Context: an optimization exercise on an open-source flow, tuned for small area, a short achievable clock period and few clock cycles per item. The choices shown serve that exercise and are no tape-out recipe.
Only simulation tests tie the RTL to the original design; equivalence was not proved.

// maccol
module maccol (
    input  wire         clk,
    input  wire         rst,           
    input  wire         in_valid,
    output wire         in_ready,
    input  wire         int4,
    input  wire [255:0] a,
    input  wire [255:0] b,
    input  wire [31:0]  acc_in,
    output reg          out_valid,
    output reg  [31:0]  acc_out,
    output reg          acc_sat
);
Size in the first run: ~5700 cells after synthesis, roughly 770 flip-flops, roughly 580 I/O pins, ~69000 um2 of cells after synthesis.
==> flow/config.mk <==
export PLATFORM = sky130hd
export DESIGN_NAME = maccol
export DESIGN_NICKNAME = maccol
export VERILOG_FILES = /design/flow/design.v
export SDC_FILE = /design/flow/constraint.sdc
export NUM_CORES = 4
export LEC_CHECK = 0
export CAP_MARGIN = 20
export CORE_MARGIN = 2
export CORE_UTILIZATION = 50
export SLEW_MARGIN = 20
export SYNTH_HIERARCHICAL = 1
==> flow/constraint.sdc <==
create_clock -name core_clock -period 20.0 [get_ports {clk}]
set_input_delay 4.0000 -clock core_clock [delete_from_list [all_inputs] [get_ports {clk}]]
set_output_delay 4.0000 -clock core_clock [all_outputs]
set_load 0.01 [all_outputs]
standard.sh (not shown) runs the stock make flow with config.mk's settings and CLKGATE_MAP_FILE= SYNTH_SCRIPT=/design/flow/synth_recipe.tcl, a recipe that flattens the netlist after the stock synthesis.
==> flow/flow/run.sh <==
#!/bin/bash
# The standard layout, with the port buffers made from the smallest plain
# buffer (every input and output port still gets its own buffer).
set -euo pipefail
export BUFFER_PORTS_ARGS="-buffer_cell sky130_fd_sc_hd__buf_1"
bash standard.sh > orfs_make.log 2>&1
The baseline completed with no timing, DRC or antenna violations.
Testbench counts at the start, summed over its fixed seeds: cycles 32,032, items 32,000.
Next try:
==> flow/run.sh (new file) <==
#!/bin/bash
# synth_recipe.tcl (not shown) runs the flow's synth.tcl, then flattens the netlist and writes it again
# the make line also repeats each setting of config.mk as NAME=value (left out here)
make -C /OpenROAD-flow-scripts/flow DESIGN_CONFIG=/design/flow/config.mk WORK_HOME=/design/flow/orfs CLKGATE_MAP_FILE= SYNTH_SCRIPT=/design/flow/synth_recipe.tcl finish
removed: flow/flow/run.sh
removed: flow/standard.sh
What happened: Register-to-register slack gets better by 490 ps; die area stays the same; wire length came out lower by 1.0%; global-route usage came out lower by 0.83 points; final cell count stays flat; core utilization came out higher by 2.5 points; worst hold slack stays flat.

* * *

## v59
Another version of the RTL of maccol (not shown whole).
Size: roughly 5900 cells after synthesis, roughly 70000 um^2 of cells after synthesis.
==> flow/config.mk <==
export PLATFORM = sky130hd
export DESIGN_NAME = maccol
export DESIGN_NICKNAME = maccol
export VERILOG_FILES = /design/flow/design.v
export SDC_FILE = /design/flow/constraint.sdc
export NUM_CORES = 4
export LEC_CHECK = 0
export CAP_MARGIN = 20
export CORE_MARGIN = 2
export CORE_UTILIZATION = 65
export SLEW_MARGIN = 60
export SYNTH_HIERARCHICAL = 1
==> flow/constraint.sdc <==
create_clock -name core_clock -period 20.0 [get_ports {clk}]
set_input_delay 4.0000 -clock core_clock [delete_from_list [all_inputs] [get_ports {clk}]]
set_output_delay 4.0000 -clock core_clock [all_outputs]
set_load 0.01 [all_outputs]
==> flow/flow/run.sh <==
#!/bin/bash
# The standard layout, with two changes to how it is made:
#  - the port buffers are the smallest plain buffer (every input and output
#    port still gets its own buffer);
#  - the clock tree is built from clkbuf_8 cells, without dummy loads.
set -euo pipefail
export BUFFER_PORTS_ARGS="-buffer_cell sky130_fd_sc_hd__buf_1"
export CTS_ARGS="-sink_clustering_enable -repair_clock_nets -dont_use_dummy_load -buf_list sky130_fd_sc_hd__clkbuf_8"
bash standard.sh > orfs_make.log 2>&1
Having completed the whole flow, v59 delivered a layout that passed the timing, DRC and antenna checks.
Testbench counts of v59, summed over its fixed seeds: cycles 32,032, items 32,000.
Relative to v59, the following input files were edited for v2:
==> flow/flow/run.sh <==
#!/bin/bash
# The standard layout, with the port buffers made from the smallest plain
# buffer (every input and output port still gets its own buffer).
set -euo pipefail
export BUFFER_PORTS_ARGS="-buffer_cell sky130_fd_sc_hd__buf_1"
bash standard.sh > orfs_make.log 2>&1
--- outcome ---
v2 vs v59, critical path depth went up by 7.
Looking at critical setup path kind, the register to output pin result is from v59; the register to register one comes from v2.
The higher post-route clock period utilization came out of v59.
The highest net fanout along the worst path of v2 exceeds that of v59 by 7.
v2 ends up with higher slew of the pin with the lowest slew margin than v59 does.
Input changes introduced in v22 (baseline for comparison: v2):
==> flow/flow/run.sh <==
#!/bin/bash
# The standard layout, with two changes to how it is made:
#  - the port buffers are the smallest plain buffer (every input and output
#    port still gets its own buffer);
#  - the clock tree uses larger sink clusters and no dummy loads.
set -euo pipefail
export BUFFER_PORTS_ARGS="-buffer_cell sky130_fd_sc_hd__buf_1"
export CTS_ARGS="-sink_clustering_enable -repair_clock_nets -dont_use_dummy_load -sink_clustering_size 30 -sink_clustering_max_diameter 80"
bash standard.sh > orfs_make.log 2>&1
--- a/flow/config.mk
+++ b/flow/config.mk
@@ -9,3 +9,3 @@
 export CORE_MARGIN = 2
-export CORE_UTILIZATION = 65
+export CORE_UTILIZATION = 72
 export SLEW_MARGIN = 60
### Flow results
v22: aborted in global routing (tool error). v22 vs. v2: initial core utilization now larger; worst setup slack before clock tree synthesis saw an increase; placer's final routability congestion estimate went up about 7%. Diff v2 -> v22: async set or reset register ratio after synthesis saw little to no change; count of input and output buffers saw little to no change. Comparing v2 against v22, there is no change at all in area of the mapped netlist. Diff v2 -> v22: standard-cell row count lower; number of unique standard cell types used by synthesis essentially unchanged.

[port drivers added, routing unchanged]
How much do the figures lean on ideal ports? The routed layouts below were timed once more, with nothing changed but the port constraints. Step 1: set_driving_cell puts a clkbuf_16 on clk and a buf_2 on each other input, an assumption about the parent block. Step 2 moves the port delays by t, midway between the first and last clock arrival at a register: inputs arrive t later, outputs are due t later. That takes back most of the time a late clock gives input paths. a / b / c = no drivers / after step 1 / after step 2; a / b = the first two.
| run | t (ns) | setup WS [ns] | hold slack, ns |
|---|---|---|---|
| the first run of note 1 | 0.836 | 13.482 / 13.482 / 13.482 | 0.328 / 0.328 / 0.328 |
| the second run of note 1 | 0.826 | 13.976 / 13.976 / 13.976 | 0.326 / 0.326 / 0.326 |
| v59 | 0.945 | 14.611 / 14.524 / 14.743 | 0.308 / 0.308 / 0.308 |
| v2 | 0.831 | 14.755 / 14.679 / 14.755 | 0.322 / 0.322 / 0.322 |
After both steps setup and hold are still met in every run listed.
